This is an optimization exercise on Yosys and OpenROAD, whose aim is small area, a short achievable clock period and few clock cycles per item, not a production implementation.
RTL that was checked went through simulation tests only; none was proved equivalent to the original.
Only the layout flow was run in runs 4 to 6; the RTL was not checked for function there.

$ cat design/flow/design.v
module sha256_engine (
    input  wire         clk,
    input  wire         rst,         
    input  wire         in_valid,
    output wire         in_ready,
    input  wire         in_first,
    input  wire [31:0]  in_data,
    output wire         out_valid,
    input  wire         out_ready,
    output wire [255:0] out_digest
);
    reg        ld;         
    reg        run;        
    reg        fin;        
    reg        ov;         
    reg [3:0]  wcnt;       
    reg [5:0]  rn;         
    reg        first_q;    
    reg [31:0] w [0:15];
    reg [31:0] a, b, c, d, e, f, g, h;
    reg [31:0] ra [0:3];
    reg [31:0] re [0:3];
    function [31:0] rotr(input [31:0] x, input integer n);
        rotr = (x >> n) | (x << (32 - n));
    endfunction
    function [31:0] bsig0(input [31:0] x);
        bsig0 = rotr(x, 2) ^ rotr(x, 13) ^ rotr(x, 22);
    endfunction
    function [31:0] bsig1(input [31:0] x);
        bsig1 = rotr(x, 6) ^ rotr(x, 11) ^ rotr(x, 25);
    endfunction
    function [31:0] ssig0(input [31:0] x);
        ssig0 = rotr(x, 7) ^ rotr(x, 18) ^ (x >> 3);
    endfunction
    function [31:0] ssig1(input [31:0] x);
        ssig1 = rotr(x, 17) ^ rotr(x, 19) ^ (x >> 10);
    endfunction
    function [31:0] csa_s(input [31:0] x, input [31:0] y, input [31:0] z);
        csa_s = x ^ y ^ z;
    endfunction
    function [31:0] csa_c(input [31:0] x, input [31:0] y, input [31:0] z);
        csa_c = ((x & y) | (x & z) | (y & z)) << 1;
    endfunction
    localparam [31:0] IV0 = 32'h6a09e667, IV1 = 32'hbb67ae85,
                      IV2 = 32'h3c6ef372, IV3 = 32'ha54ff53a,
                      IV4 = 32'h510e527f, IV5 = 32'h9b05688c,
                      IV6 = 32'h1f83d9ab, IV7 = 32'h5be0cd19;
    reg [31:0] k_t;
    always @(*) begin
        case (rn)
            6'd0:  k_t = 32'h428a2f98; 6'd1:  k_t = 32'h71374491;
            6'd2:  k_t = 32'hb5c0fbcf; 6'd3:  k_t = 32'he9b5dba5;
            6'd4:  k_t = 32'h3956c25b; 6'd5:  k_t = 32'h59f111f1;
            6'd6:  k_t = 32'h923f82a4; 6'd7:  k_t = 32'hab1c5ed5;
            6'd8:  k_t = 32'hd807aa98; 6'd9:  k_t = 32'h12835b01;
            6'd10: k_t = 32'h243185be; 6'd11: k_t = 32'h550c7dc3;
            6'd12: k_t = 32'h72be5d74; 6'd13: k_t = 32'h80deb1fe;
            6'd14: k_t = 32'h9bdc06a7; 6'd15: k_t = 32'hc19bf174;
            6'd16: k_t = 32'he49b69c1; 6'd17: k_t = 32'hefbe4786;
            6'd18: k_t = 32'h0fc19dc6; 6'd19: k_t = 32'h240ca1cc;
            6'd20: k_t = 32'h2de92c6f; 6'd21: k_t = 32'h4a7484aa;
            6'd22: k_t = 32'h5cb0a9dc; 6'd23: k_t = 32'h76f988da;
            6'd24: k_t = 32'h983e5152; 6'd25: k_t = 32'ha831c66d;
            6'd26: k_t = 32'hb00327c8; 6'd27: k_t = 32'hbf597fc7;
            6'd28: k_t = 32'hc6e00bf3; 6'd29: k_t = 32'hd5a79147;
            6'd30: k_t = 32'h06ca6351; 6'd31: k_t = 32'h14292967;
            6'd32: k_t = 32'h27b70a85; 6'd33: k_t = 32'h2e1b2138;
            6'd34: k_t = 32'h4d2c6dfc; 6'd35: k_t = 32'h53380d13;
            6'd36: k_t = 32'h650a7354; 6'd37: k_t = 32'h766a0abb;
            6'd38: k_t = 32'h81c2c92e; 6'd39: k_t = 32'h92722c85;
            6'd40: k_t = 32'ha2bfe8a1; 6'd41: k_t = 32'ha81a664b;
            6'd42: k_t = 32'hc24b8b70; 6'd43: k_t = 32'hc76c51a3;
            6'd44: k_t = 32'hd192e819; 6'd45: k_t = 32'hd6990624;
            6'd46: k_t = 32'hf40e3585; 6'd47: k_t = 32'h106aa070;
            6'd48: k_t = 32'h19a4c116; 6'd49: k_t = 32'h1e376c08;
            6'd50: k_t = 32'h2748774c; 6'd51: k_t = 32'h34b0bcb5;
            6'd52: k_t = 32'h391c0cb3; 6'd53: k_t = 32'h4ed8aa4a;
            6'd54: k_t = 32'h5b9cca4f; 6'd55: k_t = 32'h682e6ff3;
            6'd56: k_t = 32'h748f82ee; 6'd57: k_t = 32'h78a5636f;
            6'd58: k_t = 32'h84c87814; 6'd59: k_t = 32'h8cc70208;
            6'd60: k_t = 32'h90befffa; 6'd61: k_t = 32'ha4506ceb;
            6'd62: k_t = 32'hbef9a3f7; default: k_t = 32'hc67178f2;
        endcase
    end
    wire [31:0] ch  = (e & f) ^ (~e & g);
    wire [31:0] maj = (a & b) ^ (a & c) ^ (b & c);
    wire [31:0] s1e = bsig1(e);
    wire [31:0] s0a = bsig0(a);
    wire [31:0] x_s = csa_s(h, k_t, w[15]);
    wire [31:0] x_c = csa_c(h, k_t, w[15]);
    wire [31:0] y_s = csa_s(x_s, x_c, d);
    wire [31:0] y_c = csa_c(x_s, x_c, d);
    wire [31:0] e1_s = csa_s(s1e, ch, y_s);
    wire [31:0] e1_c = csa_c(s1e, ch, y_s);
    wire [31:0] e2_s = csa_s(e1_s, e1_c, y_c);
    wire [31:0] e2_c = csa_c(e1_s, e1_c, y_c);
    wire [31:0] e_new = e2_s + e2_c;
    wire [31:0] p_s = csa_s(s1e, ch, s0a);
    wire [31:0] p_c = csa_c(s1e, ch, s0a);
    wire [31:0] q_s = csa_s(maj, x_s, x_c);
    wire [31:0] q_c = csa_c(maj, x_s, x_c);
    wire [31:0] m_s = csa_s(p_s, p_c, q_s);
    wire [31:0] m_c = csa_c(p_s, p_c, q_s);
    wire [31:0] n_s = csa_s(m_s, m_c, q_c);
    wire [31:0] n_c = csa_c(m_s, m_c, q_c);
    wire [31:0] a_new = n_s + n_c;
    wire [31:0] u0_s = csa_s(ssig1(w[14]), w[9], ssig0(w[1]));
    wire [31:0] u0_c = csa_c(ssig1(w[14]), w[9], ssig0(w[1]));
    wire [31:0] u1_s = csa_s(u0_s, u0_c, w[0]);
    wire [31:0] u1_c = csa_c(u0_s, u0_c, w[0]);
    wire [31:0] wnew = u1_s + u1_c;
    wire take   = ld && in_valid;                        
    wire ffwd   = run && (rn >= 6'd61);                   
    wire stall  = ffwd && ov;                             
    wire rstep  = (run && !stall) || (take && wcnt != 4'd0);   
    wire init   = take && wcnt == 4'd0;                  
    wire wshift = (run && !stall) || take;
    wire fstep  = (ffwd && !ov) || fin;                   
    reg [31:0] iva, ive;
    always @(*) begin
        case (rn[1:0])
            2'd1:    begin iva = IV3; ive = IV7; end
            2'd2:    begin iva = IV2; ive = IV6; end
            2'd3:    begin iva = IV1; ive = IV5; end
            default: begin iva = IV0; ive = IV4; end
        endcase
    end
    wire [31:0] fa_sum = (first_q ? iva : ra[0]) + a;
    wire [31:0] fe_sum = (first_q ? ive : re[0]) + e;
    assign in_ready   = ld;
    assign out_valid  = ov;
    assign out_digest = {ra[3], ra[2], ra[1], ra[0], re[3], re[2], re[1], re[0]};
    integer i;
    always @(posedge clk) begin
        if (rst) begin
            ld   <= 1'b1;
            run  <= 1'b0;
            fin  <= 1'b0;
            ov   <= 1'b0;
            wcnt <= 4'd0;
        end else begin
            fin <= 1'b0;
            if (take) begin
                wcnt <= wcnt + 4'd1;
                if (wcnt == 4'd15) begin
                    ld  <= 1'b0;
                    run <= 1'b1;
                end
            end
            if (run && !stall && rn == 6'd63) begin
                run <= 1'b0;
                fin <= 1'b1;
                ld  <= 1'b1;
            end
            if (fin)
                ov <= 1'b1;
            else if (ov && out_ready)
                ov <= 1'b0;
        end
    end
    always @(posedge clk) begin
        if (init)
            rn <= 6'd0;
        else if (rstep)
            rn <= rn + 6'd1;
        if (init)
            first_q <= in_first;
        if (wshift) begin
            for (i = 0; i < 15; i = i + 1)
                w[i] <= w[i + 1];
            w[15] <= ld ? in_data : wnew;
        end
        if (init && in_first) begin
            {a, b, c, d, e, f, g, h} <= {IV0, IV1, IV2, IV3, IV4, IV5, IV6, IV7};
        end else if (rstep) begin
            h <= g;
            g <= f;
            f <= e;
            e <= e_new;
            d <= c;
            c <= b;
            b <= a;
            a <= a_new;
        end else if (fin) begin
            {a, b, c, d} <= {fa_sum, ra[3], ra[2], ra[1]};
            {e, f, g, h} <= {fe_sum, re[3], re[2], re[1]};
        end
        if (fstep) begin
            ra[0] <= ra[1]; ra[1] <= ra[2]; ra[2] <= ra[3]; ra[3] <= fa_sum;
            re[0] <= re[1]; re[1] <= re[2]; re[2] <= re[3]; re[3] <= fe_sum;
        end
    end
endmodule
$ cat design/flow/run.sh
#!/bin/bash
# synth_recipe.tcl (not shown) runs the flow's synth.tcl, then flattens the netlist and writes it again
# the make line also repeats each setting of config.mk as NAME=value (left out here)
make -C /OpenROAD-flow-scripts/flow DESIGN_CONFIG=/design/flow/config.mk WORK_HOME=/design/flow/orfs CLKGATE_MAP_FILE= SYNTH_SCRIPT=/design/flow/synth_recipe.tcl finish
$ cat design/flow/config.mk
export PLATFORM = sky130hd
export DESIGN_NAME = sha256_engine
export DESIGN_NICKNAME = sha256_engine
export VERILOG_FILES = /design/flow/design.v
export SDC_FILE = /design/flow/constraint.sdc
export NUM_CORES = 4
export LEC_CHECK = 0
export CAP_MARGIN = 20
export CORE_MARGIN = 2
export CORE_UTILIZATION = 40
export SETUP_SLACK_MARGIN = 4
export SLEW_MARGIN = 20
$ cat design/flow/constraint.sdc
create_clock -name core_clock -period 10.0 [get_ports {clk}]
set_input_delay 2.0000 -clock core_clock [delete_from_list [all_inputs] [get_ports {clk}]]
set_output_delay 2.0000 -clock core_clock [all_outputs]
set_load 0.01 [all_outputs]
==> run_results.csv, run 1 <==
group,metric,value,unit
layout,filler_cell_count,12800,
cts,clock-root-buffer,"sky130_fd_sc_hd__clkbuf_16",
logic_synthesis,synth.net_count,5249,
drt,antenna_left,0,
logic_synthesis,ys_warn_count,4,
sta,maxClockFrequency,0.169,GHz
global_routing,grt.total_usage,26.5,%
cts,tritoncts.num_buffers,115,
layout,flow.area_growth_from_synthesis,15.5,%
cts,cts_max_path_buffers,3,
cts,path_clk_slew,70,ps
critical_path,crit_path_cell_trace,"xnor2_1, xnor2_1, fa_1, inv_1, fa_1, inv_1, fa_1, ha_1, a21oi_1, nor2b_1, nor4_1, a211oi_1, o32a_1, a311oi_2, o21ai_0, xor2_1, o221a_2",
die,die_w,381,um
die,die-area,145000,sq um
sta,setup_viol,0,
logic_synthesis,combinational_family_with_the_most_area_after_synthesis,"adder cells",
global_routing,number_of_antenna_violations_at_the_first_check_in_global_routing,5,
global_routing,first_global_vias,38300,
die,num_io_pins,295,
logic_synthesis,synthFlopType,"sky130_fd_sc_hd__edfxtp_1",
logic_synthesis,post_synth_fa_ha_maj_area_fraction,14.7,%
logic_synthesis,syn_inst,4724,
cts,cts_tree,"yes",
outcome,run_status,"timing/DRC/antenna clean",
drt,drt_iter0_drc,3272,
critical_path,setup.worst_path.start_class,"register",
sta,hold_viol_final,0,
logic_synthesis,compound_gate_fraction_of_synth_area,12.7,%
logic_synthesis,post_synth_xor_area_fraction,6.56,%
drt,dr_total_vias,38500,
global_routing,grt_max_degree,195,
cts,clock_insertion_delay_worst_skew,770,ps
sta,fin_worst_skew,27.1,ps
critical_path,crit_path_frequent_cell,"sky130_fd_sc_hd__fa_1",
global_routing,globalRoute.totalOverflow,0,
logic_synthesis,synth_enable_flop_cells,769,
logic_synthesis,synth-seq-cells,1071,
placement,place.detailed.hpwl,149,mm
logic_synthesis,synth_seq_area_share,51.2,%
job,max-cap-violations,0,
sta,finalMaxSlewViolations,0,
critical_path,critPathSlowestCell,"sky130_fd_sc_hd__xnor2_1",
critical_path,critical_path.max_stage_delay,690,ps
sta,worstMarginPinSlew,1200,ps
sta,final_period_minus_worst_setup_slack,5900,ps
logic_synthesis,mappedNetlistArea,57000,sq um
sta,portion_of_the_clock_cycle_consumed_by_the_worst_path_in_the_final_layout,59.0,%
global_routing,grt_pass1_wl,277,mm
logic_synthesis,muxShareOfSynthArea,4.72,%
critical_path,timing.setup.critical_path_class,"register to register",
sta,grt_setup_unrepaired,"false",
layout,final_layout_size_suffix_gt1_share,7.16,%
layout,finalNetCount,5464,
cts,cts.htree.levels,3,
logic_synthesis,synth_area_per_inst,12.1,sq um
critical_path,critical_path_data_required_time,10650,ps
die,core_region_area,141000,sq um
drt,drt-wirelength-per-cell,28.2,um
critical_path,crit_path_end_kind,"register",
sta,fin_setup_tns,0,ps
die,floorplan_row_count,138,
placement,place.gp.congestion,0.964,
critical_path,worst-path-max-fanout,7,
logic_synthesis,post_synth_and_or_nand_nor_area_fraction,6.06,%
critical_path,timing.critical_path.arrival,6550,ps
die,effective_utilization_at_floorplan,40.3,%
placement,port_buffers,294,
logic_synthesis,synth-async-reset-ratio,0,%
drt,detail_route.drc_violations,0,
logic_synthesis,post_synth_num_cell_types,93,
sta,relSlewSlack,19.9,%
worst_hold_path,worst_hold_path_type,"register to register",
cts,tritoncts_num_sinks,1071,
layout,postLayoutCoreUtil,46.5,%
die,die_height,381,um
drt,viasPerCell,5.55,
drt,wirelength,195,mm
drt,dr.pass1.iters,6,
[worst max-delay path, delay by kind of cell, from the launching register on]
kind	cells	cell delay [ps]
XOR/XNOR	3	1020
buffers and inverters	2	170
adder cells (fa/ha/maj)	4	1650
AO/OA/AOI/OAI	6	1720
flip-flops	1	550
AND/OR/NAND/NOR	2	670
[synthesized netlist by cell type (all sizes together), types with 16 or more instances]
| cell | instances | area, sq um |
|---|---|---|
| edfxtp | 769 | 23100 |
| inv | 342 | 1280 |
| xnor2 | 328 | 2880 |
| nand2 | 319 | 1200 |
| dfxtp | 302 | 6050 |
| fa | 281 | 5630 |
| nor2 | 251 | 960 |
| mux2i | 226 | 2260 |
| clkbuf | 212 | 796 |
| a21oi | 211 | 1060 |
| ha | 207 | 2590 |
| o21ai | 202 | 1010 |
| a211oi | 145 | 1090 |
| o211ai | 145 | 1090 |
| a21o | 111 | 833 |
| xor2 | 97 | 857 |
| nand3 | 48 | 240 |
| buf | 46 | 253 |
| mux2 | 36 | 405 |
| a31oi | 33 | 213 |
| nor3 | 29 | 145 |
| nand2b | 26 | 163 |
| o21a | 24 | 180 |
| nor2b | 22 | 138 |
| o21bai | 22 | 165 |
| or2 | 22 | 138 |
| or3 | 18 | 113 |
| a211o | 17 | 149 |
| a311oi | 17 | 149 |
| o31ai | 17 | 128 |
| and3 | 16 | 105 |
| maj3 | 16 | 160 |
| o22ai | 16 | 100 |
[flip-flops by register name (all words and copies together) (netlist names), 4 cells and up]
register,flops
f,32
h,32
a,32
c,32
g,32
re,128
d,32
rn,6
w,512
e,32
k_t,32
wcnt,4
ra,128
b,32
[cell type report]
type	instances	area [sq um]	area share (%)
Clock inverter	77	855	1.30
Multi-Input combinational cell	3051	25600	39.0
Sequential cell	1071	29100	44.3
Clock buffer	142	3020	4.59
Antenna cell	2	5.00	0.00761
Inverter	344	1290	1.97
Tap cell	1890	2360	3.60
Timing Repair Buffer	356	3450	5.24
[path summary, 6_finish.rpt]
check | start | endpoint | slack, ps | cells past startpoint
max | e[19] | a[30] | 4100 | 17
min | w[7][1] | w[6][1] | 410 | 0
max reg2reg | e[19] | a[30] | 4100 | 17
min reg2reg | w[7][1] | w[6][1] | 410 | 0
[logic make-up after synthesis]
family,Yosys count
muxes,263
and+or+nand+nor,786
buffers and inverters,602
AOI/OAI and AO/OA,1073
xor gates and xnor gates,425
adders and majority gates,504
DFF,1071
[cell usage in the layout (no fill, tap or decap), drive strengths merged, types with 62 or more instances in the layout]
cell type and n:
ha 207, clkbuf 142, mux2i 226, buf 62, xor2 97, clkdlybuf4s50 294, fa 281, o21ai 202
nand2 319, o211ai 145, a21oi 211, inv 348, edfxtp 769, dfxtp 302, a21o 111, nor2 251
xnor2 328, a211oi 145
[through the flow]
stage / area, sq um / hold WS [ps] / cells / worst slack, ps
after global placement: 61800 / 400 / 6709 / 3580
final: 65800 / 410 / 6933 / 4100
after CTS: 65700 / 414 / 6931 / 4030
after floorplan: 57000 / 400 / 4724 / -484
after detailed placement: 61800 / 405 / 6709 / 3600
after global routing: 65800 / 418 / 6931 / 4000
[per-layer routing]
layer	global-route usage, %	vias up	wire [um]
met3	3.46	336	8850
met4	14.5	4	12600
met5	0	-	27
met2	44.2	1173	94200
met1	33.3	19600	79700
li1	-	17300	-
[repair_timing]
| item | in CTS | in global routing |
|---|---|---|
| endpoints found under the setup margin | 3 | 9 |
| pin swaps | 2 | 0 |
| gates resized for setup | 8 | 9 |
| hold buffers | 0 | 0 |
| cloned | 0 | 0 |
| buffers inserted | 3 | 0 |
Testbench counts, summed over its fixed seeds: cycles 55,786, blocks 858.
==> run 2, diff against run 1 <==
--- a/design/flow/config.mk
+++ b/design/flow/config.mk
@@ -5,6 +5,7 @@
 export SDC_FILE = /design/flow/constraint.sdc
 export NUM_CORES = 4
 export LEC_CHECK = 0
+export ABC_CLOCK_PERIOD_IN_PS = 4000
 export CAP_MARGIN = 20
 export CORE_MARGIN = 2
 export CORE_UTILIZATION = 40
==> run 2 against run 1 <==
Core utilization did not move. Critical path type unchanged. Worst hold slack did not move. Largest cell class unchanged. Sequential cell count stayed put. Still clean.
==> run_results.csv, run 2 <==
group,metric,value,unit
global_routing,gr-usage-met3,3.46,%
die,core_region_area,141000,sq um
logic_synthesis,synthFlopType,"sky130_fd_sc_hd__edfxtp_1",
cts,path_clk_slew,70,ps
sta,maxClockFrequency,0.169,GHz
drt,drt-wirelength-per-cell,28.2,um
layout,finalNetCount,5464,
global_routing,first_global_vias,38300,
layout,filler_cell_count,12800,
critical_path,regToRegSetupSlack,4100,ps
global_routing,number_of_antenna_violations_at_the_first_check_in_global_routing,5,
logic_synthesis,synth_top_cell_area_share,40.5,%
layout,reg.largest.list,"w x512, ra x128, re x128",
critical_path,critical_path.reg2reg.endpoint,"a[30]",
layout,regMostFlops,"w",
logic_synthesis,mappedNetlistArea,57000,sq um
layout,layout.cells.most_common_list,"sky130_fd_sc_hd__edfxtp_1, sky130_fd_sc_hd__inv_1, sky130_fd_sc_hd__xnor2_1",
critical_path,worst-path-max-fanout,7,
logic_synthesis,synth.cells.most_frequent,"sky130_fd_sc_hd__edfxtp_1, sky130_fd_sc_hd__inv_1, sky130_fd_sc_hd__xnor2_1, sky130_fd_sc_hd__nand2_1, sky130_fd_sc_hd__dfxtp_1",
outcome,run_status,"timing/DRC/antenna clean",
worst_hold_path,worst_hold_path_type,"register to register",
sta,portion_of_the_clock_cycle_consumed_by_the_worst_path_in_the_final_layout,59.0,%
global_routing,grt.total_usage,26.5,%
critical_path,timing.setup.critical_path_class,"register to register",
drt,dr_total_vias,38500,
critical_path,startpoint,"e[19]",
logic_synthesis,synth_enable_flop_cells,769,
critical_path,rr_startpoint,"e[19]",
drt,drt_iter0_drc,3272,
die,die_w,381,um
global_routing,grt_max_degree,195,
die,floorplan_row_count,138,
layout,most_common_cell_after_layout_fill_and_taps_aside,"sky130_fd_sc_hd__edfxtp_1",
sta,relSlewSlack,19.9,%
layout,final_layout_size_suffix_gt1_share,7.16,%
placement,place.gp.congestion,0.964,
logic_synthesis,syn_inst,4724,
logic_synthesis,netlist_top_cells_area,"sky130_fd_sc_hd__edfxtp_1, sky130_fd_sc_hd__dfxtp_1, sky130_fd_sc_hd__fa_1",
sta,worstMarginPinSlew,1200,ps
placement,port_buffers,294,
logic_synthesis,yosys.area.top_type,"sky130_fd_sc_hd__edfxtp_1",
placement,worst_slack_at_placement,3600,ps
critical_path,setup.worst_path.start_class,"register",
cts,tritoncts_num_sinks,1071,
sta,hold_viol_final,0,
worst_hold_path,hold_path.startpoint,"w[7][1]",
sta,setup_slack,4100,ps
global_routing,gr-usage-met2,44.2,%
critical_path,timing.critical_path.arrival,6550,ps
critical_path,critical_path_data_required_time,10650,ps
drt,detail_route.drc_violations,0,
drt,viasPerCell,5.55,
placement,placed_area,61800,sq um
drt,antenna_left,0,
cts,clock-root-buffer,"sky130_fd_sc_hd__clkbuf_16",
sta,grt_setup_unrepaired,"false",
logic_synthesis,ys_warn_count,4,
cts,cts_tree,"yes",
sta,finalMaxSlewViolations,0,
sta,final_period_minus_worst_setup_slack,5900,ps
layout,flow.area_growth_from_synthesis,15.5,%
cts,cts_max_path_buffers,3,
drt,dr.pass1.iters,6,
die,die_height,381,um
logic_synthesis,post_synth_num_cell_types,93,
layout,fin_area,65800,sq um
cts,cts-hold-fix-buffers,0,
logic_synthesis,synth-async-reset-ratio,0,%
job,max-cap-violations,0,
global_routing,globalRoute.totalOverflow,0,
logic_synthesis,synth_area_per_inst,12.1,sq um
die,die-area,145000,sq um
global_routing,grt_pass1_wl,277,mm
layout,postLayoutCoreUtil,46.5,%
die,num_io_pins,295,
global_routing,grt.met1_usage,33.3,%
placement,place.detailed.hpwl,149,mm
global_routing,grt.busiest_layer,"met2",
critical_path,critical_path.endpoint,"a[30]",
logic_synthesis,synth-seq-cells,1071,
logic_synthesis,synth_seq_area_share,51.2,%
critical_path,crit_path_end_kind,"register",
cts,clock_insertion_delay_worst_skew,770,ps
die,effective_utilization_at_floorplan,40.3,%
drt,wirelength,195,mm
critical_path,reg2regPathDepth,17,
layout,largest_register_ff_count,512,
cts,cts.htree.levels,3,
cts,tritoncts.num_buffers,115,
sta,fin_worst_skew,27.1,ps
logic_synthesis,synth.net_count,5249,
logic_synthesis,synth_most_common_cell,"sky130_fd_sc_hd__edfxtp_1",
sta,setup_viol,0,
==> run 2: cell counts after synthesis <==
Identical to the previous run, type by type.
==> run 2: routing by layer <==
metal / routed length (um) / up-vias / part of all wire (%)
li1: - / 17300 / -
met1: 79700 / 19600 / 41
met2: 94200 / 1173 / 48
met3: 8850 / 336 / 4.5
met4: 12600 / 4 / 6.5
met5: 27 / - / 0.014
==> run 2: worst min-delay path by stage <==
stage | end | slack [ps] | depth (start not counted)
6_report | w[6][1] | 410 | 0
5_1_grt | w[6][1] | 420 | 0
4_1_cts | w[9][30] | 410 | 0
3_5_place_dp | w[10][24] | 400 | 0
3_3_place_gp | w[3][29] | 400 | 0
2_1_floorplan | w[10][0] | 400 | 0
==> run 2: cell type report <==
cell class,count,area [sq um],share of cell area (%)
diodes,2,5.00,0.00761
clock buffers,142,3020,4.59
clock inverters,77,855,1.30
inverters,344,1290,1.97
multi-input cells,3051,25600,39.0
flip-flops and latches,1071,29100,44.3
well taps,1890,2360,3.60
repair buffers,356,3450,5.24
==> run 2: cells by family (layout without fill, tap and decap cells) <==
logic type      Yosys count  count (layout)  share of synthesized area [%]
compound gates         1073            1073                           12.7
xor+xnor                425             425                           6.56
fa+ha+maj               504             504                           14.7
buf+inv                 602             919                           4.11
flops                  1071            1071                           51.2
mux                     263             263                           4.72
other cells               0               2                              0
simple gates            786             786                           6.06
==> run 2: through the flow <==
step | hold WS [ps] | TNS, ps | std cells
final | 410 | 0 | 6933
after global routing | 418 | 0 | 6931
after CTS | 414 | 0 | 6931
after detailed placement | 405 | 0 | 6709
after global placement | 400 | 0 | 6709
after floorplan | 400 | -247630 | 4724
==> run 2: repair_timing <==
action | in CTS | in global routing
endpoints found under the setup margin | 3 | 9
gates cloned | 0 | 0
setup buffers | 3 | 0
resized for setup | 8 | 9
pin swaps | 2 | 0
==> run 2: critical path: stages, from the launching register on <==
cell and delay, ps:
sky130_fd_sc_hd__dfxtp_1 550, sky130_fd_sc_hd__xnor2_1 170, sky130_fd_sc_hd__xnor2_1 690, sky130_fd_sc_hd__fa_1 570
sky130_fd_sc_hd__inv_1 90, sky130_fd_sc_hd__fa_1 410, sky130_fd_sc_hd__inv_1 80, sky130_fd_sc_hd__fa_1 410
sky130_fd_sc_hd__ha_1 260, sky130_fd_sc_hd__a21oi_1 180, sky130_fd_sc_hd__nor2b_1 80, sky130_fd_sc_hd__nor4_1 590
sky130_fd_sc_hd__a211oi_1 290, sky130_fd_sc_hd__o32a_1 470, sky130_fd_sc_hd__a311oi_2 370, sky130_fd_sc_hd__o21ai_0 160
sky130_fd_sc_hd__xor2_1 160, sky130_fd_sc_hd__o221a_2 250
==> run 3, diff against run 2 <==
==> design/flow/config.mk (replaced) <==
export PLATFORM = sky130hd
export DESIGN_NAME = sha256_engine
export DESIGN_NICKNAME = sha256_engine
export VERILOG_FILES = /design/flow/design.v
export SDC_FILE = /design/flow/constraint.sdc
export NUM_CORES = 4
export LEC_CHECK = 0
export CAP_MARGIN = 20
export CORE_MARGIN = 2
export CORE_UTILIZATION = 40
export SLEW_MARGIN = 20
==> run 3 against run 2 <==
Synthesized cell count is the same. Largest cell class unchanged. Sequential share of layout area grew 0.18 points. Critical path type unchanged.
==> run_results.csv, run 3 <==
group,metric,value,unit
cts,resize_count_post_cts,0,
sta,fin_worst_skew,31.4,ps
die,die-area,145000,sq um
logic_synthesis,synth_top_cell_area_share,40.5,%
die,num_io_pins,295,
worst_hold_path,hold-path-cell-count,0,
logic_synthesis,synth.cells.most_frequent,"sky130_fd_sc_hd__edfxtp_1, sky130_fd_sc_hd__inv_1, sky130_fd_sc_hd__xnor2_1, sky130_fd_sc_hd__nand2_1, sky130_fd_sc_hd__dfxtp_1",
cts,tritoncts_num_sinks,1071,
cts,clock-root-buffer,"sky130_fd_sc_hd__clkbuf_16",
placement,placed_cells_incl_taps,6706,
sta,final_period_minus_worst_setup_slack,6590,ps
logic_synthesis,syn_inst,4724,
cts,path_clk_slew,60,ps
drt,dr.pass1.iters,5,
placement,place.gp.congestion,0.978,
global_routing,number_of_antenna_violations_at_the_first_check_in_global_routing,6,
layout,final_layout_size_suffix_gt1_share,6.46,%
logic_synthesis,synth_seq_area_share,51.2,%
cts,cts.htree.levels,3,
logic_synthesis,ys_warn_count,4,
drt,drt-wirelength-per-cell,28.4,um
sta,worstMarginPinSlew,1140,ps
logic_synthesis,synth.net_count,5249,
global_routing,first_global_vias,38200,
logic_synthesis,synth-async-reset-ratio,0,%
drt,antenna_left,0,
cts,cts_tree,"yes",
logic_synthesis,yosys.area.top_type,"sky130_fd_sc_hd__edfxtp_1",
critical_path,crit_path_frequent_cell,"sky130_fd_sc_hd__fa_1",
layout,most_common_cell_after_layout_fill_and_taps_aside,"sky130_fd_sc_hd__edfxtp_1",
critical_path,crit_path_cell_trace,"xnor2_1, xnor2_1, fa_1, inv_1, fa_1, inv_1, fa_1, ha_1, fa_1, a21o_1, a21oi_1, o21ai_0, nand2b_1, a211oi_1, o32a_1, a311oi_1, o21ai_0, xor2_1, o221a_2",
sta,maxClockFrequency,0.152,GHz
layout,flow.area_growth_from_synthesis,15.0,%
placement,port_buffers,294,
critical_path,critPathSlowestCell,"sky130_fd_sc_hd__xnor2_1",
drt,wirelength,197,mm
drt,dr_total_vias,38300,
sta,setup_slack,3410,ps
placement,place.detailed.hpwl,149,mm
layout,layout.cells.most_common_list,"sky130_fd_sc_hd__edfxtp_1, sky130_fd_sc_hd__inv_1, sky130_fd_sc_hd__xnor2_1",
drt,detail_route.drc_violations,0,
critical_path,setup.worst_path.start_class,"register",
layout,filler_cell_count,12800,
logic_synthesis,synth-seq-cells,1071,
logic_synthesis,synth_enable_flop_cells,769,
placement,worst_slack_at_placement,3450,ps
critical_path,regToRegSetupSlack,3410,ps
worst_hold_path,hold_path.startpoint,"w[2][2]",
layout,reg.largest.list,"w x512, ra x128, re x128",
critical_path,critical_path.reg2reg.endpoint,"a[30]",
global_routing,grt.total_usage,26.6,%
critical_path,crit_path_end_kind,"register",
logic_synthesis,synthFlopType,"sky130_fd_sc_hd__edfxtp_1",
critical_path,critical_path_data_required_time,10650,ps
layout,largest_register_ff_count,512,
layout,finalNetCount,5457,
global_routing,globalRoute.totalOverflow,0,
outcome,run_status,"timing/DRC/antenna clean",
global_routing,grt_max_degree,207,
logic_synthesis,mappedNetlistArea,57000,sq um
critical_path,timing.setup.critical_path_class,"register to register",
die,effective_utilization_at_floorplan,40.3,%
global_routing,grt_pass1_wl,278,mm
critical_path,worst-path-max-fanout,7,
die,die_height,381,um
logic_synthesis,netlist_top_cells_area,"sky130_fd_sc_hd__edfxtp_1, sky130_fd_sc_hd__dfxtp_1, sky130_fd_sc_hd__fa_1",
sta,hold_viol_final,0,
cts,cts_max_path_buffers,3,
critical_path,critical_path.max_stage_delay,810,ps
critical_path,reg2regPathDepth,19,
die,floorplan_row_count,138,
cts,cts-hold-fix-buffers,0,
sta,finalMaxSlewViolations,0,
cts,postCtsSetupBuffers,0,
sta,relSlewSlack,23.2,%
job,max-cap-violations,0,
cts,tritoncts.num_buffers,114,
critical_path,rr_startpoint,"e[27]",
critical_path,timing.critical_path.arrival,7230,ps
placement,placed_area,61800,sq um
logic_synthesis,post_synth_num_cell_types,93,
die,core_region_area,141000,sq um
drt,drt_iter0_drc,3109,
drt,viasPerCell,5.53,
logic_synthesis,synth_most_common_cell,"sky130_fd_sc_hd__edfxtp_1",
sta,setup_viol,0,
layout,fin_area,65500,sq um
sta,portion_of_the_clock_cycle_consumed_by_the_worst_path_in_the_final_layout,65.9,%
worst_hold_path,worst_hold_path_type,"register to register",
worst_hold_path,worstHoldEndpoint,"w[1][2]",
layout,instances_no_fill,6924,
layout,postLayoutCoreUtil,46.3,%
cts,clock_insertion_delay_worst_skew,750,ps
logic_synthesis,synth_area_per_inst,12.1,sq um
die,die_w,381,um
critical_path,startpoint,"e[27]",
layout,regMostFlops,"w",
sta,grt_setup_unrepaired,"false",
-- run 3: cell counts after synthesis --
No cell type changed its count.
-- run 3: worst max-delay path by stage --
stage | end | slack [ps] | cells past startpoint
6_report | a[30] | 3410 | 19
3_5_place_dp | k_t[19] | 3450 | 12
3_3_place_gp | k_t[19] | 3410 | 12
5_1_grt | a[30] | 3190 | 19
4_1_cts | a[30] | 3520 | 19
2_1_floorplan | w[0][0] | -480 | 4
-- run 3: stage by stage --
| step | hold slack, ps | TNS [ps] |
|---|---|---|
| after floorplan | 400 | -247630 |
| after global placement | 400 | 0 |
| after detailed placement | 405 | 0 |
| after CTS | 412 | 0 |
| after global routing | 412 | 0 |
| final | 413 | 0 |
-- run 3: cell families after synthesis --
group | after synthesis | share of synthesized area, %
muxes | 263 | 4.72
DFF | 1071 | 51.2
AOI/OAI and AO/OA | 1073 | 12.7
xor gates and xnor gates | 425 | 6.56
adders and majority gates | 504 | 14.7
buffers and inverters | 602 | 4.11
and+or+nand+nor | 786 | 6.06
-- run 3: final cells by class --
class | count | area, sq um | area share [%]
timing repair buffer | 350 | 3420 | 5.22
tap | 1890 | 2360 | 3.61
antenna | 2 | 5.00 | 0.00764
inverter | 344 | 1300 | 1.98
clock buffer | 152 | 3040 | 4.63
multi-input combinational | 3051 | 25500 | 39.0
sequential | 1071 | 29100 | 44.5
clock inverter | 64 | 694 | 1.06
-- run 3: per-layer routing --
metal	track usage [%]	vias up	part of all wire [%]
met5	0	-	0
met4	14.1	0	6.1
met3	3.59	325	4.8
met2	44.8	1176	49
met1	33.3	19500	41
li1	-	17300	-
-- run 3: critical path, delay by kind of cell, from the launching register on --
| family | cells | cell delay [ps] |
|---|---|---|
| buf+inv | 2 | 170 |
| flops | 1 | 600 |
| fa+ha+maj | 5 | 2090 |
| compound gates | 8 | 2250 |
| simple gates | 1 | 240 |
| xor+xnor | 3 | 1110 |
==> run 4, diff against run 3 <==
--- a/design/flow/design.v
+++ b/design/flow/design.v
@@ -10,6 +10,8 @@
     output wire [255:0] out_digest
 );
     reg        ld;         
+    reg        rdy;        
+    reg [3:0]  lag;        
     reg        run;        
     reg        fin;        
     reg        ov;         
@@ -109,13 +111,17 @@
     wire [31:0] u1_s = csa_s(u0_s, u0_c, w[0]);
     wire [31:0] u1_c = csa_c(u0_s, u0_c, w[0]);
     wire [31:0] wnew = u1_s + u1_c;
-    wire take   = ld && in_valid;                        
+    wire take   = rdy && in_valid;                       
     wire ffwd   = run && (rn >= 6'd61);                   
-    wire stall  = ffwd && ov;                             
-    wire rstep  = (run && !stall) || (take && wcnt != 4'd0);   
+    wire rstep  = run || (take && wcnt != 4'd0);          
     wire init   = take && wcnt == 4'd0;                  
-    wire wshift = (run && !stall) || take;
-    wire fstep  = (ffwd && !ov) || fin;                   
+    wire fstep  = ffwd || fin;                            
+    wire last   = run && rn == 6'd63;
+    wire [3:0] wcnt_n = take ? wcnt + 4'd1 : wcnt;
+    wire       ld_n   = (take && wcnt == 4'd15) ? 1'b0 : (last ? 1'b1 : ld);
+    wire [3:0] lag_n  = (!ld_n || wcnt_n == 4'd0 || take) ? 4'd0 : lag + 4'd1;
+    wire       ov_n   = fin ? 1'b1 : (ov && !out_ready ? 1'b1 : 1'b0);
+    wire       rdy_n  = ld_n && lag_n == 4'd0 && !(wcnt_n == 4'd15 && ov_n);
     reg [31:0] iva, ive;
     always @(*) begin
         case (rn[1:0])
@@ -127,35 +133,30 @@
     end
     wire [31:0] fa_sum = (first_q ? iva : ra[0]) + a;
     wire [31:0] fe_sum = (first_q ? ive : re[0]) + e;
-    assign in_ready   = ld;
+    assign in_ready   = rdy;
     assign out_valid  = ov;
     assign out_digest = {ra[3], ra[2], ra[1], ra[0], re[3], re[2], re[1], re[0]};
     integer i;
     always @(posedge clk) begin
         if (rst) begin
             ld   <= 1'b1;
+            rdy  <= 1'b1;
+            lag  <= 4'd0;
             run  <= 1'b0;
             fin  <= 1'b0;
             ov   <= 1'b0;
             wcnt <= 4'd0;
         end else begin
-            fin <= 1'b0;
-            if (take) begin
-                wcnt <= wcnt + 4'd1;
-                if (wcnt == 4'd15) begin
-                    ld  <= 1'b0;
-                    run <= 1'b1;
-                end
-            end
-            if (run && !stall && rn == 6'd63) begin
+            ld   <= ld_n;
+            rdy  <= rdy_n;
+            lag  <= lag_n;
+            wcnt <= wcnt_n;
+            ov   <= ov_n;
+            fin  <= last;
+            if (take && wcnt == 4'd15)
+                run <= 1'b1;
+            else if (last)
                 run <= 1'b0;
-                fin <= 1'b1;
-                ld  <= 1'b1;
-            end
-            if (fin)
-                ov <= 1'b1;
-            else if (ov && out_ready)
-                ov <= 1'b0;
         end
     end
     always @(posedge clk) begin
@@ -165,11 +166,9 @@
             rn <= rn + 6'd1;
         if (init)
             first_q <= in_first;
-        if (wshift) begin
-            for (i = 0; i < 15; i = i + 1)
-                w[i] <= w[i + 1];
-            w[15] <= ld ? in_data : wnew;
-        end
+        for (i = 0; i < 15; i = i + 1)
+            w[i] <= w[i + 1];
+        w[15] <= take ? in_data : (run ? wnew : w[0]);
         if (init && in_first) begin
             {a, b, c, d, e, f, g, h} <= {IV0, IV1, IV2, IV3, IV4, IV5, IV6, IV7};
         end else if (rstep) begin
==> run 4 against run 3 <==
Still clean. Worst hold slack got worse by 120 ps. Clock skew grew 33 ps. Non-clock buffer count increased by 7. Via count grew 0.21%. Cell area is 6.2% lower. Setup slack improved by 280 ps. Highest routed layer is now met5.
==> run_results.csv, run 4 <==
group,metric,value,unit
outcome,run_status,"timing/DRC/antenna clean",
drt,drt_iter0_drc,3492,
drt,detail_route.drc_violations,0,
die,effective_utilization_at_floorplan,40.3,%
critical_path,regToRegSetupSlack,3690,ps
global_routing,grt_max_degree,144,
layout,flow.area_growth_from_synthesis,15.8,%
drt,met3RoutedLength,12.6,mm
cts,resize_count_post_cts,0,
drt,dr.pass1.iters,6,
logic_synthesis,synth_area_per_inst,10.7,sq um
sta,hold_viol_final,0,
logic_synthesis,post_synth_num_cell_types,97,
job,max-cap-violations,0,
logic_synthesis,mappedNetlistArea,53000,sq um
global_routing,number_of_antenna_violations_at_the_first_check_in_global_routing,5,
drt,dr.max_layer_used,"met5",
die,die_w,368,um
logic_synthesis,netlist_top_cells_area,"sky130_fd_sc_hd__dfxtp_1, sky130_fd_sc_hd__edfxtp_1, sky130_fd_sc_hd__fa_1",
die,floorplan_row_count,133,
critical_path,timing.critical_path.arrival,6910,ps
layout,regMostFlops,"w",
cts,cts-hold-fix-buffers,0,
global_routing,grt.total_usage,27.1,%
sta,portion_of_the_clock_cycle_consumed_by_the_worst_path_in_the_final_layout,63.1,%
cts,clock-root-buffer,"sky130_fd_sc_hd__clkbuf_16",
sta,worstMarginPinSlew,1120,ps
global_routing,globalRoute.totalOverflow,0,
drt,wl_met1,78.1,mm
die,core_region_area,131000,sq um
logic_synthesis,synth_seq_area_share,45.5,%
logic_synthesis,syn_inst,4967,
global_routing,first_global_vias,37600,
layout,final_layout_size_suffix_gt1_share,6.52,%
drt,wirelength,186,mm
cts,postCtsSetupBuffers,0,
layout,layout.cells.most_common_list,"sky130_fd_sc_hd__dfxtp_1, sky130_fd_sc_hd__inv_1, sky130_fd_sc_hd__nand2_1",
critical_path,crit_path_end_kind,"register",
drt,dr_total_vias,38400,
logic_synthesis,synth.net_count,5493,
drt,metal2_wl,86.4,mm
sta,setup_viol,0,
critical_path,setup.worst_path.start_class,"register",
sta,fin_setup_tns,0,ps
die,die_height,368,um
sta,fin_worst_skew,64.1,ps
critical_path,worst-path-max-fanout,7,
logic_synthesis,synth_top_cell_area_share,30.9,%
cts,cts_max_path_buffers,3,
cts,tritoncts.num_buffers,111,
logic_synthesis,synth.cells.most_frequent,"sky130_fd_sc_hd__dfxtp_1, sky130_fd_sc_hd__inv_1, sky130_fd_sc_hd__nand2_1, sky130_fd_sc_hd__xnor2_1, sky130_fd_sc_hd__nor2_1",
sta,grt_setup_unrepaired,"false",
die,die-area,136000,sq um
layout,largest_register_ff_count,512,
sta,hold-worst-slack,292,ps
drt,antenna_left,0,
placement,port_buffers,294,
critical_path,critical_path_data_required_time,10600,ps
sta,finalMaxSlewViolations,0,
cts,clock_insertion_delay_worst_skew,780,ps
global_routing,grt_pass1_wl,267,mm
placement,place.detailed.hpwl,142,mm
sta,final_period_minus_worst_setup_slack,6310,ps
layout,reg.largest.list,"w x512, ra x128, re x128",
sta,maxClockFrequency,0.159,GHz
drt,viasPerCell,5.48,
cts,cts_tree,"yes",
logic_synthesis,synthFlopType,"sky130_fd_sc_hd__dfxtp_1",
cts,path_clk_slew,60,ps
cts,tritoncts_num_sinks,1076,
logic_synthesis,yosys.area.top_type,"sky130_fd_sc_hd__dfxtp_1",
worst_hold_path,worst_hold_path_type,"register to register",
critical_path,timing.setup.critical_path_class,"register to register",
layout,finalNetCount,5677,
sta,relSlewSlack,24.5,%
logic_synthesis,synth-async-reset-ratio,0,%
die,num_io_pins,295,
layout,most_common_cell_after_layout_fill_and_taps_aside,"sky130_fd_sc_hd__dfxtp_1",
cts,cts.htree.levels,3,
logic_synthesis,ys_warn_count,4,
logic_synthesis,synth_enable_flop_cells,257,
logic_synthesis,synth-seq-cells,1076,
drt,drt-wirelength-per-cell,26.6,um
placement,place.gp.congestion,0.959,
logic_synthesis,synth_most_common_cell,"sky130_fd_sc_hd__dfxtp_1",
layout,filler_cell_count,12300,
## run 4: changes by cell type after synthesis, sizes merged, moves of 17 or more
cell / change
o21ai: +43
mux2i: +21
xor2: +17
nor3: +23
nor2: +55
a21o: -18
xnor2: -20
dfxtp: +517
edfxtp: -512
clkbuf: +20
inv: +53
a21oi: +21
## run 4: path summary, 6_finish.rpt
check	from	endpoint	cells after the start
worst max-delay path	e[28]	a[31]	18
worst min-delay path	w[4][5]	w[3][5]	0
worst max register to register	e[28]	a[31]	18
worst min register to register	w[4][5]	w[3][5]	0
## run 4: through the flow
stage	worst slack (ps)	util (%)	area, sq um	instances
2_1_floorplan	2790	-	53000	4967
3_3_place_gp	3390	43.8	57600	6793
3_5_place_dp	3520	43.8	57600	6793
4_1_cts	3920	46.7	61400	7001
5_1_grt	3480	46.7	61400	7001
6_report	3690	46.7	61400	7002
## run 4: routing by layer
layer	GRT usage [%]	vias to the layer above
li1	-	17500
met1	35.7	19200
met2	43.4	1326
met3	5.03	302
met4	11.9	2
met5	0	-
## run 4: cells by family after synthesis
group	count (synthesis)	synth area share, %
and+or+nand+nor	873	7.25
xor gates and xnor gates	422	6.98
muxes	283	5.45
buffers and inverters	682	4.99
DFF	1076	45.5
adders and majority gates	505	15.8
AOI/OAI and AO/OA	1126	14.1
## run 4: area by class of cell
cell class	count	area [sq um]	area share, %
multi-input cells	3209	26300	42.9
flip-flops and latches	1076	24100	39.3
repair buffers	357	3450	5.62
clock buffers	150	3190	5.20
well taps	1755	2200	3.58
inverters	396	1490	2.42
clock inverters	58	641	1.04
diodes	1	2.50	0.00407
## run 4: worst max-delay path, cell delays in order (launching register included)
cell                       delay, ps
sky130_fd_sc_hd__dfxtp_1         650
sky130_fd_sc_hd__xnor2_1         240
sky130_fd_sc_hd__xnor2_1         640
sky130_fd_sc_hd__fa_1            540
sky130_fd_sc_hd__inv_1            80
sky130_fd_sc_hd__fa_1            420
sky130_fd_sc_hd__fa_1            500
sky130_fd_sc_hd__inv_1            70
sky130_fd_sc_hd__ha_1            300
sky130_fd_sc_hd__a211oi_1         90
sky130_fd_sc_hd__o31ai_1         610
sky130_fd_sc_hd__a41oi_1         380
sky130_fd_sc_hd__o22ai_1         480
sky130_fd_sc_hd__a211oi_1        210
sky130_fd_sc_hd__o21ai_0         340
sky130_fd_sc_hd__nand4_1         180
sky130_fd_sc_hd__a31oi_1         200
sky130_fd_sc_hd__xnor2_1         150
sky130_fd_sc_hd__o21ai_0          80
==> run 5, diff against run 4 <==
--- a/design/flow/config.mk
+++ b/design/flow/config.mk
@@ -8,4 +8,5 @@
 export CAP_MARGIN = 20
 export CORE_MARGIN = 2
 export CORE_UTILIZATION = 40
+export SETUP_SLACK_MARGIN = 5
 export SLEW_MARGIN = 20
==> run 5 against run 4 <==
Cell area up 3.0%. Setup slack improved by 1000 ps. Non-clock buffer count grew 36. Sequential share of layout area is 0.97 points lower. Register-to-register slack improved by 1100 ps. Sequential cell count stayed put. First-iteration DRC count grew 0.66%. Synthesized cell count is the same. Critical endpoint is now k_t[29]. Highest routed layer unchanged.
==> run_results.csv, run 5 <==
group,metric,value,unit
outcome,run_status,"timing/DRC/antenna clean",
die,floorplan_row_count,133,
logic_synthesis,synth_area_per_inst,10.7,sq um
sta,fin_worst_skew,60.8,ps
drt,drt-wirelength-per-cell,27.0,um
layout,largest_register_ff_count,512,
layout,layout.cells.most_common_list,"sky130_fd_sc_hd__dfxtp_1, sky130_fd_sc_hd__inv_1, sky130_fd_sc_hd__nand2_1",
sta,portion_of_the_clock_cycle_consumed_by_the_worst_path_in_the_final_layout,52.9,%
layout,filler_cell_count,12100,
drt,viasPerCell,5.47,
layout,flow.area_growth_from_synthesis,19.3,%
logic_synthesis,synthFlopType,"sky130_fd_sc_hd__dfxtp_1",
placement,port_buffers,294,
cts,tritoncts.num_buffers,112,
die,effective_utilization_at_floorplan,40.3,%
drt,dr_total_vias,38500,
logic_synthesis,synth_enable_flop_cells,257,
cts,clock_insertion_delay_worst_skew,780,ps
logic_synthesis,yosys.area.top_type,"sky130_fd_sc_hd__dfxtp_1",
placement,placed_area,57600,sq um
layout,finalNetCount,5716,
job,max-cap-violations,0,
logic_synthesis,synth.cells.most_frequent,"sky130_fd_sc_hd__dfxtp_1, sky130_fd_sc_hd__inv_1, sky130_fd_sc_hd__nand2_1, sky130_fd_sc_hd__xnor2_1, sky130_fd_sc_hd__nor2_1",
placement,place.gp.congestion,0.958,
sta,worstMarginPinSlew,1170,ps
die,core_region_area,131000,sq um
drt,dr.pass1.iters,6,
critical_path,critical_path_data_required_time,10660,ps
logic_synthesis,mappedNetlistArea,53000,sq um
layout,reg.largest.list,"w x512, ra x128, re x128",
placement,worst_slack_at_placement,2990,ps
die,die-area,136000,sq um
logic_synthesis,synth-seq-cells,1076,
sta,grt_setup_unrepaired,"true",
sta,relSlewSlack,21.7,%
logic_synthesis,synth.net_count,5493,
sta,hold_viol_final,0,
layout,multiInputGateArea,27400,sq um
cts,tritoncts_num_sinks,1076,
critical_path,timing.critical_path.arrival,5960,ps
critical_path,timing.setup.critical_path_class,"input pin to register",
layout,area.sequential,24200,sq um
drt,detail_route.drc_violations,0,
logic_synthesis,post_synth_num_cell_types,97,
layout,final_layout_size_suffix_gt1_share,11.7,%
sta,setup_viol,0,
sta,hold-worst-slack,301,ps
layout,regMostFlops,"w",
die,die_w,368,um
critical_path,worst-path-max-fanout,69,
logic_synthesis,synth_most_common_cell,"sky130_fd_sc_hd__dfxtp_1",
global_routing,first_global_vias,37900,
cts,path_clk_slew,70,ps
global_routing,globalRoute.totalOverflow,0,
global_routing,grt_max_degree,107,
drt,drt_iter0_drc,3515,
logic_synthesis,syn_inst,4967,
logic_synthesis,synth_seq_area_share,45.5,%
logic_synthesis,synth_top_cell_area_share,30.9,%
sta,fin_setup_tns,0,ps
global_routing,grt_pass1_wl,269,mm
sta,final_period_minus_worst_setup_slack,5290,ps
cts,cts_max_path_buffers,3,
cts,cts-hold-fix-buffers,0,
layout,most_common_cell_after_layout_fill_and_taps_aside,"sky130_fd_sc_hd__dfxtp_1",
cts,cts.htree.levels,3,
global_routing,grt.total_usage,27.4,%
cts,cts_tree,"yes",
drt,wirelength,190,mm
global_routing,number_of_antenna_violations_at_the_first_check_in_global_routing,8,
cts,clock-root-buffer,"sky130_fd_sc_hd__clkbuf_16",
logic_synthesis,netlist_top_cells_area,"sky130_fd_sc_hd__dfxtp_1, sky130_fd_sc_hd__edfxtp_1, sky130_fd_sc_hd__fa_1",
critical_path,crit_path_end_kind,"register",
logic_synthesis,synth-async-reset-ratio,0,%
layout,fin_area,63300,sq um
die,num_io_pins,295,
sta,setup_slack,4710,ps
sta,finalMaxSlewViolations,0,
drt,antenna_left,0,
placement,place.detailed.hpwl,144,mm
critical_path,setup.worst_path.start_class,"input pin",
logic_synthesis,ys_warn_count,4,
sta,maxClockFrequency,0.189,GHz
worst_hold_path,worst_hold_path_type,"register to register",
die,die_height,368,um
## run 5: cell counts after synthesis
Identical to the previous run, type by type.
## run 5: metal layers
layer | GRT usage [%] | part of all wire [%]
met1 | 35.3 | 41
met2 | 44.6 | 47
met3 | 5.06 | 6.8
met4 | 12.5 | 5.1
met5 | 0 | 0.014
## run 5: stage by stage
step / cells / utilization (%)
after detailed placement: 6791 / 43.8
final: 7047 / 48.1
after global placement: 6791 / 43.8
after global routing: 7043 / 48.1
after floorplan: 4967 / -
after CTS: 7023 / 47.5
## run 5: layout make-up
type	count	area share, %
clock inverters	56	1.24
inverters	396	2.41
repair buffers	393	5.99
clock buffers	156	5.23
multi-input cells	3211	43.3
well taps	1755	3.47
diodes	4	0.0158
flip-flops and latches	1076	38.3
## run 5: logic make-up after synthesis
group | after synthesis | synth area share (%)
AO/OA/AOI/OAI | 1126 | 14.1
XOR/XNOR | 422 | 6.98
adder cells (fa/ha/maj) | 505 | 15.8
buffers and inverters | 682 | 4.99
flip-flops | 1076 | 45.5
multiplexers | 283 | 5.45
AND/OR/NAND/NOR | 873 | 7.25
## run 5: repair_timing
item                                    CTS  global route
gates cloned                              2             0
endpoints found under the setup margin  149            81
pin swaps                                66            86
gates resized for setup                 165           165
buffers inserted                         18            20
## run 5: path summary, 6_finish.rpt
kind / from / to / depth (start not counted) / slack (ps)
worst min register to register: w[4][12] / w[3][12] / 0 / 300
worst max-delay path: in_valid / k_t[29] / 14 / 4710
worst max register to register: w[15][2] / e[18] / 19 / 4790
worst min-delay path: w[4][12] / w[3][12] / 0 / 300
## run 5: worst max-delay path, stage by stage
cell and delay, ps:
sky130_fd_sc_hd__clkdlybuf4s50_1 530, sky130_fd_sc_hd__and2_4 270, sky130_fd_sc_hd__buf_12 310, sky130_fd_sc_hd__a21o_4 410, sky130_fd_sc_hd__a21oi_2 140, sky130_fd_sc_hd__o21ai_4 150
sky130_fd_sc_hd__buf_4 340, sky130_fd_sc_hd__buf_8 380, sky130_fd_sc_hd__nor2_2 210, sky130_fd_sc_hd__a21oi_1 420, sky130_fd_sc_hd__o21ai_1 190, sky130_fd_sc_hd__o21ai_0 180
sky130_fd_sc_hd__nand2_1 80, sky130_fd_sc_hd__a31o_1 210
==> run 6, diff against run 5 <==
--- a/design/flow/design.v
+++ b/design/flow/design.v
@@ -16,10 +16,11 @@
     reg        fin;        
     reg        ov;         
     reg [3:0]  wcnt;       
-    reg [5:0]  rn;         
+    reg [5:0]  kn;         
     reg        first_q;    
     reg [31:0] w [0:15];
     reg [31:0] a, b, c, d, e, f, g, h;
+    reg [31:0] p;
     reg [31:0] ra [0:3];
     reg [31:0] re [0:3];
     function [31:0] rotr(input [31:0] x, input integer n);
@@ -42,6 +43,28 @@
     endfunction
     function [31:0] csa_c(input [31:0] x, input [31:0] y, input [31:0] z);
         csa_c = ((x & y) | (x & z) | (y & z)) << 1;
+    endfunction
+    function [31:0] add_bk(input [31:0] x, input [31:0] y);
+        reg [31:0] gg, pp, hs;
+        integer l, i;
+        begin
+            gg = x & y;
+            pp = x ^ y;
+            hs = pp;
+            for (l = 0; l < 5; l = l + 1) begin
+                for (i = (2 << l) - 1; i < 32; i = i + (2 << l)) begin
+                    gg[i] = gg[i] | (pp[i] & gg[i - (1 << l)]);
+                    pp[i] = pp[i] & pp[i - (1 << l)];
+                end
+            end
+            for (l = 3; l >= 0; l = l - 1) begin
+                for (i = (3 << l) - 1; i < 32; i = i + (2 << l)) begin
+                    gg[i] = gg[i] | (pp[i] & gg[i - (1 << l)]);
+                    pp[i] = pp[i] & pp[i - (1 << l)];
+                end
+            end
+            add_bk = hs ^ {gg[30:0], 1'b0};
+        end
     endfunction
     localparam [31:0] IV0 = 32'h6a09e667, IV1 = 32'hbb67ae85,
                       IV2 = 32'h3c6ef372, IV3 = 32'ha54ff53a,
@@ -49,7 +72,7 @@
                       IV6 = 32'h1f83d9ab, IV7 = 32'h5be0cd19;
     reg [31:0] k_t;
     always @(*) begin
-        case (rn)
+        case (kn)
             6'd0:  k_t = 32'h428a2f98; 6'd1:  k_t = 32'h71374491;
             6'd2:  k_t = 32'hb5c0fbcf; 6'd3:  k_t = 32'he9b5dba5;
             6'd4:  k_t = 32'h3956c25b; 6'd5:  k_t = 32'h59f111f1;
@@ -84,39 +107,38 @@
             6'd62: k_t = 32'hbef9a3f7; default: k_t = 32'hc67178f2;
         endcase
     end
+    wire take   = rdy && in_valid;                       
+    wire init   = take && wcnt == 4'd0;                  
+    wire pstep  = run || (take && wcnt != 4'd0);          
+    wire rstep  = run || (take && wcnt[3:1] != 3'd0);     
+    wire last   = run && kn == 6'd0;                      
+    wire ffwd   = run && (kn[5:1] == 5'd31 || kn == 6'd0);  
+    wire fstep  = ffwd || fin;                            
     wire [31:0] ch  = (e & f) ^ (~e & g);
     wire [31:0] maj = (a & b) ^ (a & c) ^ (b & c);
     wire [31:0] s1e = bsig1(e);
     wire [31:0] s0a = bsig0(a);
-    wire [31:0] x_s = csa_s(h, k_t, w[15]);
-    wire [31:0] x_c = csa_c(h, k_t, w[15]);
-    wire [31:0] y_s = csa_s(x_s, x_c, d);
-    wire [31:0] y_c = csa_c(x_s, x_c, d);
-    wire [31:0] e1_s = csa_s(s1e, ch, y_s);
-    wire [31:0] e1_c = csa_c(s1e, ch, y_s);
-    wire [31:0] e2_s = csa_s(e1_s, e1_c, y_c);
-    wire [31:0] e2_c = csa_c(e1_s, e1_c, y_c);
-    wire [31:0] e_new = e2_s + e2_c;
-    wire [31:0] p_s = csa_s(s1e, ch, s0a);
-    wire [31:0] p_c = csa_c(s1e, ch, s0a);
-    wire [31:0] q_s = csa_s(maj, x_s, x_c);
-    wire [31:0] q_c = csa_c(maj, x_s, x_c);
-    wire [31:0] m_s = csa_s(p_s, p_c, q_s);
-    wire [31:0] m_c = csa_c(p_s, p_c, q_s);
-    wire [31:0] n_s = csa_s(m_s, m_c, q_c);
-    wire [31:0] n_c = csa_c(m_s, m_c, q_c);
-    wire [31:0] a_new = n_s + n_c;
+    wire [31:0] v_s  = csa_s(ch, p, d);
+    wire [31:0] v_c  = csa_c(ch, p, d);
+    wire [31:0] e1_s = csa_s(s1e, v_s, v_c);
+    wire [31:0] e1_c = csa_c(s1e, v_s, v_c);
+    wire [31:0] e_new = add_bk(e1_s, e1_c);
+    wire [31:0] u_s  = csa_s(ch, maj, p);
+    wire [31:0] u_c  = csa_c(ch, maj, p);
+    wire [31:0] a1_s = csa_s(s1e, s0a, u_s);
+    wire [31:0] a1_c = csa_c(s1e, s0a, u_s);
+    wire [31:0] a2_s = csa_s(a1_s, a1_c, u_c);
+    wire [31:0] a2_c = csa_c(a1_s, a1_c, u_c);
+    wire [31:0] a_new = add_bk(a2_s, a2_c);
+    wire [31:0] hn    = rstep ? g : h;
+    wire [31:0] pn_s  = csa_s(hn, k_t, w[15]);
+    wire [31:0] pn_c  = csa_c(hn, k_t, w[15]);
+    wire [31:0] p_new = add_bk(pn_s, pn_c);
     wire [31:0] u0_s = csa_s(ssig1(w[14]), w[9], ssig0(w[1]));
     wire [31:0] u0_c = csa_c(ssig1(w[14]), w[9], ssig0(w[1]));
     wire [31:0] u1_s = csa_s(u0_s, u0_c, w[0]);
     wire [31:0] u1_c = csa_c(u0_s, u0_c, w[0]);
-    wire [31:0] wnew = u1_s + u1_c;
-    wire take   = rdy && in_valid;                       
-    wire ffwd   = run && (rn >= 6'd61);                   
-    wire rstep  = run || (take && wcnt != 4'd0);          
-    wire init   = take && wcnt == 4'd0;                  
-    wire fstep  = ffwd || fin;                            
-    wire last   = run && rn == 6'd63;
+    wire [31:0] wnew = add_bk(u1_s, u1_c);
     wire [3:0] wcnt_n = take ? wcnt + 4'd1 : wcnt;
     wire       ld_n   = (take && wcnt == 4'd15) ? 1'b0 : (last ? 1'b1 : ld);
     wire [3:0] lag_n  = (!ld_n || wcnt_n == 4'd0 || take) ? 4'd0 : lag + 4'd1;
@@ -124,15 +146,15 @@
     wire       rdy_n  = ld_n && lag_n == 4'd0 && !(wcnt_n == 4'd15 && ov_n);
     reg [31:0] iva, ive;
     always @(*) begin
-        case (rn[1:0])
-            2'd1:    begin iva = IV3; ive = IV7; end
-            2'd2:    begin iva = IV2; ive = IV6; end
-            2'd3:    begin iva = IV1; ive = IV5; end
+        case (kn[1:0])
+            2'd2:    begin iva = IV3; ive = IV7; end
+            2'd3:    begin iva = IV2; ive = IV6; end
+            2'd0:    begin iva = IV1; ive = IV5; end
             default: begin iva = IV0; ive = IV4; end
         endcase
     end
-    wire [31:0] fa_sum = (first_q ? iva : ra[0]) + a;
-    wire [31:0] fe_sum = (first_q ? ive : re[0]) + e;
+    wire [31:0] fa_sum = add_bk(first_q ? iva : ra[0], a);
+    wire [31:0] fe_sum = add_bk(first_q ? ive : re[0], e);
     assign in_ready   = rdy;
     assign out_valid  = ov;
     assign out_digest = {ra[3], ra[2], ra[1], ra[0], re[3], re[2], re[1], re[0]};
@@ -161,14 +183,16 @@
     end
     always @(posedge clk) begin
         if (init)
-            rn <= 6'd0;
-        else if (rstep)
-            rn <= rn + 6'd1;
+            kn <= 6'd0;
+        else if (pstep)
+            kn <= kn + 6'd1;
         if (init)
             first_q <= in_first;
         for (i = 0; i < 15; i = i + 1)
             w[i] <= w[i + 1];
         w[15] <= take ? in_data : (run ? wnew : w[0]);
+        if (pstep)
+            p <= p_new;
         if (init && in_first) begin
             {a, b, c, d, e, f, g, h} <= {IV0, IV1, IV2, IV3, IV4, IV5, IV6, IV7};
         end else if (rstep) begin
==> run 6 against run 5 <==
Count of clock-buffer cells in the layout fell by 15. Cell count shrank 1.6%. Cell area is 1.3% higher. Maximum frequency is 5.1% lower. Critical path type unchanged. Largest cell class unchanged. Highest routed layer is now met4.
==> run_results.csv, run 6 <==
group,metric,value,unit
die,floorplan_row_count,133,
logic_synthesis,synth.cells.most_frequent,"sky130_fd_sc_hd__dfxtp_1, sky130_fd_sc_hd__inv_1, sky130_fd_sc_hd__nand2_1, sky130_fd_sc_hd__fa_1, sky130_fd_sc_hd__mux2i_1",
outcome,run_status,"timing/DRC/antenna clean",
sta,hold_viol_final,0,
critical_path,critPathSlowestCell,"sky130_fd_sc_hd__fa_1",
cts,clock-root-buffer,"sky130_fd_sc_hd__clkbuf_16",
drt,dr_total_vias,37200,
critical_path,crit_path_end_kind,"register",
placement,place.detailed.hpwl,127,mm
drt,wirelength,173,mm
logic_synthesis,synth_enable_flop_cells,289,
sta,final_period_minus_worst_setup_slack,5580,ps
drt,antenna_left,0,
cts,cts_tree,"yes",
layout,most_common_cell_after_layout_fill_and_taps_aside,"sky130_fd_sc_hd__dfxtp_1",
die,die_w,369,um
critical_path,timing.critical_path.arrival,6090,ps
logic_synthesis,post_synth_num_cell_types,86,
die,die-area,136000,sq um
logic_synthesis,ys_warn_count,4,
worst_hold_path,worst_hold_path_type,"register to register",
sta,portion_of_the_clock_cycle_consumed_by_the_worst_path_in_the_final_layout,55.8,%
logic_synthesis,mappedNetlistArea,53200,sq um
critical_path,cp_num_buf_inv,5,
layout,flow.area_growth_from_synthesis,20.5,%
drt,drt_iter0_drc,3169,
cts,clock_insertion_delay_worst_skew,770,ps
placement,worst_slack_at_placement,2680,ps
logic_synthesis,syn_inst,4800,
job,max-cap-violations,0,
critical_path,worst_path_dominant_cell_family,"compound AO/OA/AOI/OAI gates",
sta,setup_slack,4420,ps
placement,port_buffers,294,
drt,drt-wirelength-per-cell,25.0,um
die,num_io_pins,295,
layout,final_layout_size_suffix_gt1_share,12.9,%
critical_path,regToRegSetupSlack,4430,ps
cts,path_clk_slew,70,ps
sta,maxClockFrequency,0.179,GHz
die,die_height,369,um
logic_synthesis,synth-seq-cells,1108,
sta,finalMaxSlewViolations,0,
cts,cts.htree.levels,3,
sta,worstMarginPinSlew,1160,ps
layout,layout.cells.most_common_list,"sky130_fd_sc_hd__dfxtp_1, sky130_fd_sc_hd__inv_1, sky130_fd_sc_hd__nand2_1",
global_routing,grt.total_usage,25.2,%
global_routing,grt_max_degree,134,
critical_path,timing.setup.critical_path_class,"input pin to register",
run 6: what timing repair did:
| item | 4_1_cts | 5_1_grt |
|---|---|---|
| pin swaps | 57 | 48 |
| endpoints found under the setup margin | 137 | 58 |
| buffers inserted | 46 | 34 |
| gates cloned | 6 | 0 |
| resized for setup | 248 | 143 |
run 6: per-stage QoR:
step,hold WS [ps],util [%],area [sq um]
final,300,48.7,64100
after global routing,318,48.7,64100
after floorplan,310,-,53500
after CTS,298,48.1,63300
after detailed placement,312,44.0,57900
after global placement,310,44.0,57900
run 6: area by class of cell:
type | count | area (sq um) | share of cell area, %
Clock inverter | 73 | 935 | 1.46
Tap cell | 1755 | 2200 | 3.43
Antenna cell | 2 | 5.00 | 0.00781
Clock buffer | 141 | 3120 | 4.87
Sequential cell | 1108 | 25300 | 39.5
Timing Repair Buffer | 426 | 4190 | 6.54
Multi-Input combinational cell | 2909 | 26300 | 41.1
Inverter | 520 | 1990 | 3.11
run 6: worst register-to-register path, delay by kind of cell, from the launching register on:
| family | cells | cell delay [ps] |
|---|---|---|
| adder cells (fa/ha/maj) | 6 | 2310 |
| AO/OA/AOI/OAI | 9 | 1880 |
| XOR/XNOR | 4 | 600 |
| flip-flops | 1 | 370 |
| multiplexers | 1 | 290 |
| buffers and inverters | 1 | 40 |
run 6: kinds of logic (layout without fill, tap and decap cells):
| kind of cell | Yosys count | count (layout) | share of synthesized area (%) |
|---|---|---|---|
| other cells | 0 | 2 | 0 |
| buf+inv | 785 | 1160 | 5.74 |
| compound gates | 910 | 911 | 11.6 |
| flops | 1108 | 1108 | 47.2 |
| simple gates | 793 | 794 | 6.33 |
| mux | 303 | 303 | 5.72 |
| fa+ha+maj | 541 | 541 | 17.5 |
| xor+xnor | 360 | 360 | 5.93 |
run 6: metal layers:
layer  up-vias  track usage [%]  part of all wire, %
met5         -                0                    0
met4         0             9.27                  3.5
met2      1299             38.4                   45
met1     18800             35.8                   44
li1      16800                -                    -
met3       241             4.49                  7.6
run 6: path summary, 6_finish.rpt:
path,startpoint,to,cells after the start
setup / recovery,in_valid,p[31],21
hold / removal,w[8][30],w[7][30],0
setup reg to reg,e[2],a[31],21
hold reg to reg,w[8][30],w[7][30],0

separate check: timing with driven ports:
The results above use ideal ports. As a check the final layouts listed here were re-extracted and re-timed, cells and wires unchanged.
Step 1 sets driving cells, clkbuf_16 on the clock port and buf_2 on the other inputs (assumed; they add their load-dependent delay and slew).
Step 2 times the ports against the registers' clock, not the clock port: input delays grow and output delays shrink by t, the midpoint of the rising clock arrivals with the driver on.
Slacks: no drivers / after step 1 / after step 2; pairs: no drivers / after step 1.
run	t, ns	setup WS [ns]	slew at the worst register clock pin (ns)
run 1	0.841	4.100 / 4.100 / 3.356	0.07 / 0.07
run 2	0.841	4.100 / 4.100 / 3.356	0.07 / 0.07
run 3	0.822	3.414 / 3.414 / 3.169	0.07 / 0.07
run 4	0.827	3.693 / 3.693 / 3.432	0.07 / 0.07
run 5	0.823	4.708 / 4.751 / 3.928	0.07 / 0.07
run 6	0.815	4.424 / 4.425 / 3.629	0.07 / 0.07
After both steps every run listed still meets setup and hold. The setup slack of run 6, which loses most, moves by +0.001 ns with the drivers and by -0.795 ns with both steps.
